This design comes from an exercise in tuning for small area, a short achievable clock period and few clock cycles per item on the open sky130 flow, not from production work. The RTL was checked by simulation tests, not by an equivalence proof against the original design. Power and IR drop assume default switching activity.

## flow/design.v (module list and top-level ports; edited modules follow where they fit)
// module recon_chain: 11847 lines
module recon_chain (
    input  wire         clk,
    input  wire         rst,           
    input  wire [17:0]  ped_hg,        
    input  wire [17:0]  ped_lg,
    input  wire [11:0]  dped_hg,       
    input  wire [11:0]  dped_lg,
    input  wire [15:0]  gr,            
    input  wire [13:0]  swcode,        
    input  wire [19:0]  tmin,          
    input  wire [143:0] a_taps,        
    input  wire [143:0] b_taps,        
    input  wire         in_valid,
    output wire         in_ready,
    input  wire [13:0]  in_hg,
    input  wire [13:0]  in_lg,
    output wire         out_valid,
    input  wire         out_ready,
    output wire [31:0]  out_record,
    output wire         out_tclip
);
  // ...
==> flow/flow/run.sh <==
#!/bin/bash
# Own flow: the standard layout (standard.sh) with two changes.
# 1. Synthesis skips the generic "abc -fast" pass inside Yosys's
#    "synth -run fine:". That pass re-derives the carry-save trees' gates
#    before extract_fa, which then maps many full adders with inverted
#    inputs or outputs and leaves an inverter between adders. The rest of
#    the synthesis script (its -nofsm -noshare, flatten and rename) is
#    the standard flow's synth_recipe.tcl unchanged, so the registers are the same.
# 2. From clock tree synthesis on, ORFS's repair_timing aims at a setup
#    slack of SETUP_MARGIN (below) instead of 0, so that the layout is sized
#    and buffered for a shorter achieved period. The clock period and the
#    constraints are the standard flow's (constraint.sdc, config.mk) unchanged.
# Each step's full output goes to a log of its own here; ORFS's own logs
# are under orfs/logs.
set -euo pipefail
W=$(pwd)
SETUP_MARGIN=9.2
{
  echo 'proc synth {args} { if {[lsearch -exact $args fine:] >= 0} { yosys synth -nofsm -noshare -noabc {*}$args } else { yosys synth -nofsm -noshare {*}$args } }'
  tail -n +2 "$W/synth_recipe.tcl"
} > "$W/own_synth.tcl"
sed "s#SYNTH_SCRIPT=[^ ]*synth_recipe.tcl#SYNTH_SCRIPT=$W/own_synth.tcl#" "$W/standard.sh" > "$W/own_standard.sh"
grep -q "own_synth.tcl" "$W/own_standard.sh"
bash "$W/own_standard.sh" synth > "$W/log_1_synth.txt" 2>&1
bash "$W/own_standard.sh" place > "$W/log_2_place.txt" 2>&1
SETUP_SLACK_MARGIN=$SETUP_MARGIN bash "$W/own_standard.sh" finish > "$W/log_3_cts_route_finish.txt" 2>&1
==> flow/standard.sh <==
#!/bin/bash
# synth_recipe.tcl (not shown) runs the flow's synth.tcl, then flattens the netlist and writes it again
# the make line also repeats each setting of config.mk as NAME=value (left out here)
make -C /OpenROAD-flow-scripts/flow DESIGN_CONFIG=/design/flow/config.mk WORK_HOME=/design/flow/orfs CLKGATE_MAP_FILE= SYNTH_SCRIPT=/design/flow/synth_recipe.tcl "${@:-finish}"
==> flow/config.mk <==
export PLATFORM = sky130hd
export DESIGN_NAME = recon_chain
export DESIGN_NICKNAME = recon_chain
export VERILOG_FILES = /design/flow/design.v
export SDC_FILE = /design/flow/constraint.sdc
export NUM_CORES = 4
export LEC_CHECK = 0
export ABC_CLOCK_PERIOD_IN_PS = 4000
export CAP_MARGIN = 20
export CORE_MARGIN = 2
export CORE_UTILIZATION = 40
export PLACE_DENSITY = 0.6
export SLEW_MARGIN = 20
==> flow/constraint.sdc <==
create_clock -name core_clock -period 14.0 [get_ports {clk}]
set_input_delay 2.8000 -clock core_clock [delete_from_list [all_inputs] [get_ports {clk}]]
set_output_delay 2.8000 -clock core_clock [all_outputs]
set_load 0.01 [all_outputs]
==> run summary, run 1 <==
Synth:
- The sequential share of the synthesized area is 0.2302.
- The portion of synthesized cell area occupied by the leading cell type is 0.2652.
- The number of flops mapped to enable cells by yosys is 459.

Worst setup path:
- The number of logic stages on the critical path including buffering is 8.
- Broken down by cell family, the worst path's largest delay share belongs to adder cells.
- The beginning of the critical path is w[4][11].
- The type of origin of the critical path is a flip-flop.

Final layout:
- The largest registers in the layout are pc_e (223), pc_t (223).
- In the finished layout, the clock tree contains a buffer count of 407.
- The total area of multi-input combinational cells is 0.1747 sq mm.
- The fraction of cell area in non-clock buffers is 0.04822.

STA:
- In the finished design, the share of the clock period the worst path needs comes to 0.3524.
- The max-slew violation total from the final report is 0.
- Measured against its own limit, the worst slew margin works out to 0.1428.

Power:
- The dominant power group in this design is combinational cells.
- Of the total power, the clock network draws 0.125.

Placed design:
- The worst-case setup slack after placement is 7642 ps.
- The HPWL after detailed placement is 743,700 um.
- During placement, the flow inserted port buffers numbering ~460.

Status:
- The flow ran to the end and the layout has no timing, DRC or antenna violations.

Global routing:
- The total overflow left after global routing is 0.
- The global routing met3 resource utilization is 0.1803.
- The busiest metal layer after global routing is met2.

Floorplanning:
- The y dimension of the die is 776.7 um.

Route:
- In this run the remaining antenna-violating nets after routing total 0.
- After the first detailed-routing iteration, the DRC count stood at 27,960.

Clock tree:
- The count of cells resized by post-cts repair is 298.
Testbench counts, summed over its fixed seeds: cycles 1,360, items 1,280.
==> run 2, diff against run 1 <==
--- a/flow/config.mk
+++ b/flow/config.mk
@@ -5,7 +5,7 @@
 export SDC_FILE = /design/flow/constraint.sdc
 export NUM_CORES = 4
 export LEC_CHECK = 0
-export ABC_CLOCK_PERIOD_IN_PS = 4000
+export ABC_AREA = 1
 export CAP_MARGIN = 20
 export CORE_MARGIN = 2
 export CORE_UTILIZATION = 40
==> run 2 against run 1 <==
Worst hold slack worse by 18 ps. Fmax decreased by 2.2%. Highest routed layer unchanged. Worst setup slack lost 110 ps. Utilization up 1.1 points. Critical path depth up 1. First-iteration DRC count up 26%. Non-clock buffer count is 325 higher. Clock power barely moved. Sequential power rose by 7%. Still clean. Via count up 11%. Synthesized cell count is 6.9% higher.
==> run summary, run 2 <==
Status:
- The flow ran to the end and the layout has no timing, DRC or antenna violations.

Synth:
- The Yosys warning count is 11.
- The flip-flop cell with the highest count after synthesis is sky130_fd_sc_hd__dfxtp_1.
- The number of flops mapped to enable cells by yosys came to 459 (unchanged).
- The netlist uses 80 different library cells.
- The synthesized netlist cell count is 24,710.
- The sequential share of the synthesized area is 0.2473 (+0.01706).
- The most common cell in the synthesized netlist is sky130_fd_sc_hd__a21oi_1.
- The synthesized design spends more area on one cell type than any other, namely sky130_fd_sc_hd__fa_1.
- After synthesis, the cell types taking the most area are sky130_fd_sc_hd__fa_1 28%, sky130_fd_sc_hd__dfxtp_1 19%, sky130_fd_sc_hd__a21oi_1 8.6%, sky130_fd_sc_hd__o22ai_1 7.7%, sky130_fd_sc_hd__ha_1 6.6%.
- The portion of synthesized cell area occupied by the leading cell type is 0.2849 (+0.01965).
- By count the netlist is led by 3,825 x sky130_fd_sc_hd__a21oi_1, 3,164 x sky130_fd_sc_hd__fa_1, 2,802 x sky130_fd_sc_hd__nand2_1, 2,749 x sky130_fd_sc_hd__o22ai_1, 2,064 x sky130_fd_sc_hd__inv_1.
- Dividing the synthesized area by the synthesized cell count gives around 9.0 sq um.
- The number of register bits inferred by synthesis is 2,517.
- The post-synthesis async set-or-reset flop share is 0.
- The post-synthesis instance area is 0.2224 sq mm.

Route:
- The total vias in the final route is 221,100.
- The routed via count divided by cell count is 6.776.
- Wires add up to 1,401,000 um.
- The number of violations reported at the end of detailed-routing iteration 0 is 35,100 (+26%).
- The post-detailed-route count of antenna-violating nets is 0 (unchanged).
- The number of DRC violations after detailed routing is 0.
- The detail-routed net length per standard cell is 42.92 um.
- The first-pass iteration count of the detailed router is 13.

STA:
- The setup TNS is 0 ps.
- The minimum clock period after layout is 5047 ps.
- For this run, the top clock speed supported by timing is 0.1981 GHz.
- The part of the cycle the worst path needs was 0.3605 (+0.008084).
- Setup repair after global routing could not meet its margin everywhere.
- Across the routed clock network, the largest skew measured is 108.5 ps.
- Setup violations remaining at the end of the flow were counted as 0.
- The relative max-transition margin is 0.1256 (-0.01727).
- The final count of hold timing violations is 0.
- The max-slew violation total from the final report is 0 (unchanged).
- The transition at the pin with the smallest max-transition slack is 1302 ps.

Worst setup path:
- In this run the critical register-to-register path is launched from w[2][4].
- The cell count of the worst reg-to-reg path is 9.
- The endpoint required time on the critical path is between 10,000 and 15,000 ps.
- In this design, the stage delay of the slowest critical-path cell is between 800 and 900 ps.
- Walking the worst path, the cells encountered are nand2_1 > buf_12 > clkinv_4 > a21oi_1 > fa_1 > fa_1 > fa_1 > fa_1 > fa_1.
- The worst register-to-register path has a setup slack of 8950 ps.
- The most prevalent standard cell on the critical path is sky130_fd_sc_hd__fa_1.
- The endpoint of the most critical register-to-register path is pc_e[5][14].
- The largest delay contributor family on the critical path is adder cells.
- The worst setup path is captured at a flip-flop.
- The number of buffer and inverter instances along the worst setup path is 2.
- For the worst setup path, the data arrival time is 5910 ps.
- The cell at the slowest stage of the critical path is sky130_fd_sc_hd__fa_1.
- The kind of critical path is flip-flop to flip-flop.
- The type of origin of the critical path is a flip-flop.
- In this run the worst path has a maximum fanout of 30.

Global routing:
- The via count of the first global-routing pass is 212,900.
- The largest net degree at the start of global routing is 89.
- For this run, the total global-route usage over all layers was measured as 0.4796.
- The first global-routing pass estimated 1,851,000 um of wire.
- The total overflow reported by the global router was 0 (unchanged).
- The number of antenna violations at the first check in global routing was 168.

Power:
- The largest vdd supply drop is around 0.34 mV.
- In this run the power density over the cells is 319.2 mW/mm^2.
- The analysis attributes to cell leakage a power of 96.19 nW.
- The total power is 80.82 mW.

Floorplanning:
- The initial cell density of the core is 0.4018.
- The area of the die is between 0.5 and 0.6 sq mm.
- The total area inside the core boundary comes to around 0.55 sq mm.
- The floorplan has 273 rows.
- The y dimension of the die is 749.6 um (-3.5%).
- The die is 749.6 um wide.
- For this design the top-level I/O count stands at 465.

Hold path:
- The path class of the lowest-slack min-delay path is flip-flop to flip-flop.
- The worst hold path stage count is 0.
- The path with the worst hold slack has its endpoint at d4_q[5].
- The startpoint identified for the worst hold timing path is d3_q[3].

Clock tree:
- The H-tree generated during clock tree synthesis spans 5 levels.
- The number of buffers inserted during clock tree synthesis is 304.
- After clock tree synthesis, the clock-pin slew on the worst setup and hold paths is 60 ps.
- For the worst-skew pair, the clock arrives at the later sink with an insertion delay of 1100 ps.
- Clock tree synthesis found a total of 2,517 sinks.
- The TritonCTS clock tree is built.
- In this run, post-CTS hold repair placed 0 buffers.
- The cell chosen for the clock root is sky130_fd_sc_hd__clkbuf_16.
- No sink is reached through more buffers than the 4 on the longest clock path.

Final layout:
- The area growth from synthesis to final layout is 13.87%.
- The most common library cell in the layout ignoring fill and taps is sky130_fd_sc_hd__a21oi_1.
- After the last flow step, the layout net total stands at 29,720.
- In the final layout, the registers with the most flip-flops are pc_e (223), pc_t (223).
- In the final layout, the share of cells above drive strength 1 is 0.09076.
- Leaving out fill and tap cells, the most frequent cells in the layout are 3,768 x sky130_fd_sc_hd__a21oi_1, 3,076 x sky130_fd_sc_hd__fa_1, 2,770 x sky130_fd_sc_hd__nand2_1, 2,738 x sky130_fd_sc_hd__o22ai_1, 2,015 x sky130_fd_sc_hd__dfxtp_1.

Placed design:
- Routability-driven placement finished with a final weighted congestion of ~1.1.
- The HPWL after detailed placement is 1,053,000 um (+42%).
- The number of port buffers is 462 (unchanged).

Flow run:
- Across the run, the number of max-cap violations was 0.
run 2: cell types whose count changed after synthesis, moves of 397 or more:
cell and change:
sky130_fd_sc_hd__a21oi_1 +2366, sky130_fd_sc_hd__a22oi_1 -2037, sky130_fd_sc_hd__inv_1 +1506, sky130_fd_sc_hd__mux2_2 -2735, sky130_fd_sc_hd__nand2_1 +861, sky130_fd_sc_hd__nand3_1 +397, sky130_fd_sc_hd__o22ai_1 +2728
run 2: cell type report:
class | count | area [sq um]
antenna | 150 | 375.4
clock buffer | 386 | 8401
clock inverter | 167 | 2298
fill | 53580 | 300200
inverter | 2189 | 8864
multi-input combinational | 18360 | 154000
sequential | 2517 | 55050
tap | 7287 | 9117
timing repair buffer | 1573 | 15040
timing repair inverter | 7 | 40.04
run 2: where the power goes:
part           internal, mW  switching, mW
clock network          4.90           3.72
logic                  20.8           37.3
registers              10.7           3.43
total                  36.3           44.5
run 2: timing repair:
action | 4_1_cts | 5_1_grt
gates resized for setup | 534 | 414
endpoints found under the setup margin | 356 | 208
buffers inserted | 187 | 126
cloned | 9 | 12
pin swaps | 9 | 25
hold endpoints to repair | 0 | 0
run 2: worst max-delay path by stage:
stage | startpoint | endpoint | cells after the start | slack (ps)
after global routing | w[2][15] | pc_t[5][23] | 13 | 9080
after CTS | w[1][17] | pc_e[5][21] | 13 | 9120
after floorplan | rst | w[1][0] | 2 | 5740
after global placement | w[4][4] | pc_t[5][22] | 11 | 8090
after detailed placement | w[4][4] | pc_t[5][22] | 11 | 8090
final | w[2][4] | pc_e[5][14] | 9 | 8950
run 2: logic make-up after synthesis:
kind of cell / count (synthesis) / synth area share
other cells: 1 / 0.00001687
flops: 2517 / 0.2473
mux: 2 / 0.00009004
simple gates: 5030 / 0.09373
fa+ha+maj: 4334 / 0.3507
xor+xnor: 639 / 0.02517
compound gates: 8353 / 0.2172
buf+inv: 3832 / 0.06583
run 2: worst reg2reg max path: cells and delay by family (launching register included):
family | cells | cell delay, ps
fa+ha+maj | 5 | 2800
compound gates | 1 | 740
buf+inv | 2 | 620
flops | 1 | 570
simple gates | 1 | 200
run 2: stage by stage:
stage	std cells	hold WS [ps]	util	area, sq um	worst slack (ps)
global route	32570	312.5	0.4572	253000	9085
global placement	31600	310.4	0.4264	235900	8094
CTS	32350	299.3	0.4519	250100	9122
floorplan	24710	309.6	-	222400	5736
detailed placement	31600	312.1	0.4264	236000	8086
finish	32640	300.2	0.4576	253200	8953
run 2: layer usage:
metal	global-route usage	share of wire
met4	0.3785	0.11
met5	0.02863	0.0022
met1	0.5479	0.35
met2	0.6735	0.40
met3	0.2414	0.15
==> run 3, diff against run 2 <==
--- a/flow/flow/run.sh
+++ b/flow/flow/run.sh
@@ -14,7 +14,7 @@
 # are under orfs/logs.
 set -euo pipefail
 W=$(pwd)
-SETUP_MARGIN=9.2
+SETUP_MARGIN=9.0
 {
   echo 'proc synth {args} { if {[lsearch -exact $args fine:] >= 0} { yosys synth -nofsm -noshare -noabc {*}$args } else { yosys synth -nofsm -noshare {*}$args } }'
   tail -n +2 "$W/synth_recipe.tcl"
--- a/flow/config.mk
+++ b/flow/config.mk
@@ -8,6 +8,6 @@
 export ABC_AREA = 1
 export CAP_MARGIN = 20
 export CORE_MARGIN = 2
-export CORE_UTILIZATION = 40
-export PLACE_DENSITY = 0.6
+export CORE_UTILIZATION = 48
+export PLACE_DENSITY = 0.62
 export SLEW_MARGIN = 20
==> run 3 against run 2 <==
The layout now fails its checks (antenna violations). Utilization increased by 7.9 points. Sequential power about the same. Final area decreased by 2.4%. Power decreased by 3.0%. First-iteration DRC count increased by 9.5%. Critical endpoint is now pc_e[5][20].
==> run summary, run 3 <==
Status:
- The flow ran to the end, but the layout failed its checks.
- The run did not pass the layout checks because of antenna violations.

Synth:
- The sequential share of the synthesized area is 0.2473 (unchanged).
- The number of distinct library cells after synthesis was 80 (unchanged).
- Sorting the synthesized cells by area gives the leading types as sky130_fd_sc_hd__fa_1 28%, sky130_fd_sc_hd__dfxtp_1 19%, sky130_fd_sc_hd__a21oi_1 8.6%, sky130_fd_sc_hd__o22ai_1 7.7%, sky130_fd_sc_hd__ha_1 6.6%.
- The Yosys warning count is 11 (unchanged).
- The proportion of synthesized area in mux cells is 0.00009003 (unchanged).
- The simple-gate share of the synthesized area came to 0.09373 (unchanged).
- The post-synthesis share of cell area spent on xor and xnor gates is 0.02517 (unchanged).
- The number of register bits inferred by synthesis is 2,517 (unchanged).
- The dominant combinational cell family by area after synthesis is adder cells.
- The portion of synthesized cell area occupied by the leading cell type is 0.2849 (unchanged).
- The synthesized area divided by synthesized cell count is 8.999 sq um (unchanged).
- The post-synthesis async set-or-reset flop share is 0 (unchanged).
- The most common cell in the synthesized netlist is sky130_fd_sc_hd__a21oi_1.
- The most used flip-flop cell after synthesis is sky130_fd_sc_hd__dfxtp_1.
- The post-synthesis instance area is 0.2224 sq mm (unchanged).
- In the synthesized netlist, the cells that appear most often are 3,825 x sky130_fd_sc_hd__a21oi_1, 3,164 x sky130_fd_sc_hd__fa_1, 2,802 x sky130_fd_sc_hd__nand2_1, 2,749 x sky130_fd_sc_hd__o22ai_1, 2,064 x sky130_fd_sc_hd__inv_1.
- The synthesized netlist cell count is 24,710 (unchanged).
- The post-synthesis adder-cell area fraction is 0.3507 (unchanged).
- The fraction of the mapped netlist area in compound gates is 0.2172 (unchanged).
- The number of flops mapped to enable cells by yosys is 459 (unchanged).
- The post-synthesis cell type with the largest combined area is sky130_fd_sc_hd__fa_1.

Power:
- The total power came to 78.37 mW (-3.0%).
- The leakage power is 94.35 nW (-1.9%).
- The largest vdd supply drop is 0.3011 mV (-11%).
- The areal power density over the cells is 317.1 mW/mm^2 (-0.66%).

Worst setup path:
- The maximum fanout along the worst path was 22 (-27%).
- The signal arrival time at the worst endpoint is 6100 ps (+190 ps).
- The kind of critical path is flip-flop to flip-flop.
- The longest individual stage delay on the worst path is 650 ps (-160 ps).
- The most prevalent standard cell on the critical path is sky130_fd_sc_hd__fa_1.
- The cell at the slowest stage of the critical path is sky130_fd_sc_hd__buf_4.
- The worst setup path is launched from a flip-flop.
- The signal on the critical path passes through nor2_2 > buf_4 > buf_4 > a21oi_1 > fa_1 > fa_1 > fa_1 > fa_1 > fa_1 > fa_1.
- The endpoint required time on the critical path is 14,860 ps (about the same).
- The type of element capturing the critical path is a flip-flop.

Global routing:
- The total global routing track utilization is 0.5299 (+0.05022).
- The number of antenna violations at the first check in global routing is 109 (-35%).
- The total overflow reported by the global router came to 0 (unchanged).
- The via count of the first global-routing pass is 213,300 (+0.22%).
- The largest net degree at the start of global routing was 89 (unchanged).
- The wire length of the first global-routing pass is 1,731,000 um (-6.5%).

Route:
- The first-pass iteration count of the detailed router is 16 (+3).
- The routed wire length is 1,287,000 um (-8.2%).
- The routed via count divided by cell count was 7.122 (+5.1%).
- The post-detailed-route count of antenna-violating nets is 1 (+1).
- The number of DRC violations after detailed routing was 0 (unchanged).
- The total vias in the final route was 222,400 (+0.55%).
- The number of violations reported at the end of detailed-routing iteration 0 is 38,430 (+9.5%).
- The detail-routed net length per standard cell is 41.21 um (-4.0%).

STA:
- The transition at the pin with the smallest max-transition slack is 1248 ps (-53.92 ps).
- The final hold slack came to 277.9 ps (-22.30 ps).
- The clock skew after layout is 108.2 ps (-0.2830 ps).
- The count of endpoints failing setup in the final report came to 0 (unchanged).
- The max-slew violation total from the final report is 0 (unchanged).
- The maximum frequency from static timing analysis is 0.1909 GHz (-3.6%).
- The minimum clock period after layout is 5238 ps (+191.0 ps).
- The part of the cycle the worst path needs is 0.3742 (+0.01364).
- The relative max-transition margin is 0.1666 (+0.04105).
- The final count of hold timing violations came to 0 (unchanged).
- Setup repair after global routing could not meet its margin everywhere.
- The setup TNS is 0 ps (unchanged).

Flow run:
- The count of max-cap constraint violations is 0 (unchanged).

Clock tree:
- The number of buffers on the longest clock path is 4 (unchanged).
- The total clock sinks is 2,517 (unchanged).
- The TritonCTS clock tree is built.
- The clock insertion delay at the later pin of the skew report is 1060 ps (-40 ps).
- The number of buffers inserted during clock tree synthesis was 298 (-2.0%).
- The maximum level of the CTS H-tree was 5 (unchanged).
- The cell sitting at the root of the clock tree is a sky130_fd_sc_hd__clkbuf_16.
- The clock-pin transition on the worst setup and hold timing paths was 60 ps (about the same).

Final layout:
- The number of nets at the end of the flow is 29,450 (-0.89%).
- The core occupancy in the finished layout was 0.5368 (+0.07919).
- The area growth from synthesis to final layout is 11.16%.
- The most common library cell in the layout ignoring fill and taps is sky130_fd_sc_hd__a21oi_1.
- The layout cell share with drive strength beyond 1 is 0.07089 (-0.01987).
- The number of inserted filler cells in the final layout is 42,140 (-21%).
- The largest registers in the layout are pc_e (223), pc_t (223).
- Leaving out fill and tap cells, the most frequent cells in the layout are 3,812 x sky130_fd_sc_hd__a21oi_1, 3,157 x sky130_fd_sc_hd__fa_1, 2,784 x sky130_fd_sc_hd__nand2_1, 2,746 x sky130_fd_sc_hd__o22ai_1, 2,049 x sky130_fd_sc_hd__dfxtp_1.
- The post-route non-filler standard cell count was 31,220 (-4.3%).

Placed design:
- The last weighted congestion value of the routability-driven placer was 1.134 (+1.1%).
- The HPWL after detailed placement is 973,700 um (-7.5%).
- The number of cells in the design after placement is 30,380 (-3.9%).
- The number of port buffers is 462 (unchanged).

Hold path:
- The path class of the lowest-slack min-delay path is flip-flop to flip-flop.

Floorplanning:
- The horizontal die dimension is 684.6 um (-8.7%).
- The y dimension of the die is 684.6 um (-8.7%).
- The top-level I/O count was 465 (unchanged).
- The core box area is 0.4605 sq mm (-17%).
- The number of standard-cell rows in the floorplan is 249 (-8.8%).
- The area of the die is 0.4687 sq mm (-17%).
- The initial cell density of the core is 0.4829 (+0.08106).
## run 3: cell counts after synthesis
No cell type changed its count.
## run 3: metal layers
| metal | GRT usage | wire (um) | vias up | share of wire |
|---|---|---|---|---|
| li1 | - | - | 86280 | - |
| met1 | 0.5914 | 426300 | 107100 | 0.33 |
| met2 | 0.7277 | 497700 | 21210 | 0.39 |
| met3 | 0.2772 | 204700 | 7589 | 0.16 |
| met4 | 0.4593 | 152000 | 162 | 0.12 |
| met5 | 0.09714 | 5821 | - | 0.0045 |
## run 3: timing repair
item | 4_1_cts | 5_1_grt
pin swaps | 0 | 1
gates resized for setup | 106 | 212
gates cloned | 0 | 1
hold buffers | 0 | 0
setup endpoints to repair | 235 | 218
buffers inserted | 67 | 85
## run 3: kinds of logic after synthesis
logic type / after synthesis
muxes: 2
DFF: 2517
other: 1
buffers and inverters: 3832
xor gates and xnor gates: 639
and+or+nand+nor: 5030
AOI/OAI and AO/OA: 8353
adders and majority gates: 4334
## run 3: per-stage QoR
step	area, sq um	setup WS [ps]
finish	247200	8762
detailed placement	233900	8051
global placement	233900	8002
floorplan	222400	5736
global route	247000	8816
CTS	245200	8992
## run 3: worst paths after layout
kind,from,slack [ps],end,cells past startpoint
worst max-delay path,w[4][12],8760,pc_e[5][20],10
worst min-delay path,d3_lg,280,d4_lg,0
worst max register to register,w[4][12],8760,pc_e[5][20],10
worst min register to register,d3_lg,280,d4_lg,0
## run 3: worst max-delay path, delay by kind of cell (launching register included)
kind | cells | cell delay, ps
AO/OA/AOI/OAI | 1 | 200
adder cells (fa/ha/maj) | 6 | 3110
buffers and inverters | 2 | 980
flip-flops | 1 | 600
AND/OR/NAND/NOR | 1 | 170
## run 3: report_power, final
part / internal, mW / switching (mW)
clock: 4.80 / 3.65
combinational: 20.2 / 35.4
sequential: 10.7 / 3.62
total: 35.7 / 42.7
## run 3: cell type report
| cell class | count | area (sq um) | share of cell area |
|---|---|---|---|
| Timing Repair Buffer | 1321 | 11760 | 0.04757 |
| Multi-Input combinational cell | 18360 | 153300 | 0.6204 |
| Antenna cell | 145 | 362.8 | 0.001468 |
| Clock buffer | 367 | 8090 | 0.03273 |
| Sequential cell | 2517 | 54990 | 0.2225 |
| Inverter | 2189 | 8591 | 0.03476 |
| Tap cell | 6149 | 7694 | 0.03113 |
| Clock inverter | 173 | 2337 | 0.009456 |

static timing again, ports no longer ideal:
In the flow no input, the clock included, has a driving cell. The finished layouts below were timed again as built, in two steps.
Step 1 sets driving cells, clkbuf_16 on the clock port and buf_2 on the other inputs (assumed; they add their load-dependent delay and slew).
Step 2 times the ports against the registers' clock, not the clock port: input delays grow and output delays shrink by t, the midpoint of the rising clock arrivals with the driver on.
a / b / c = ideal ports / drivers / drivers and shift; a / b = the first two.
run	t (ns)	setup slack, ns	latest minus earliest clock arrival (ns)	worst register clock-pin slew, ns
run 1	1.134	9.066 / 9.066 / 8.231	0.113 / 0.112	0.08 / 0.08
run 2	1.173	8.953 / 8.953 / 8.333	0.116 / 0.116	0.09 / 0.09
run 3	1.142	8.762 / 8.762 / 8.373	0.113 / 0.112	0.08 / 0.08
For run 1, which loses most, drivers alone change the setup slack by 0.000 ns; drivers and shift together by -0.835 ns.
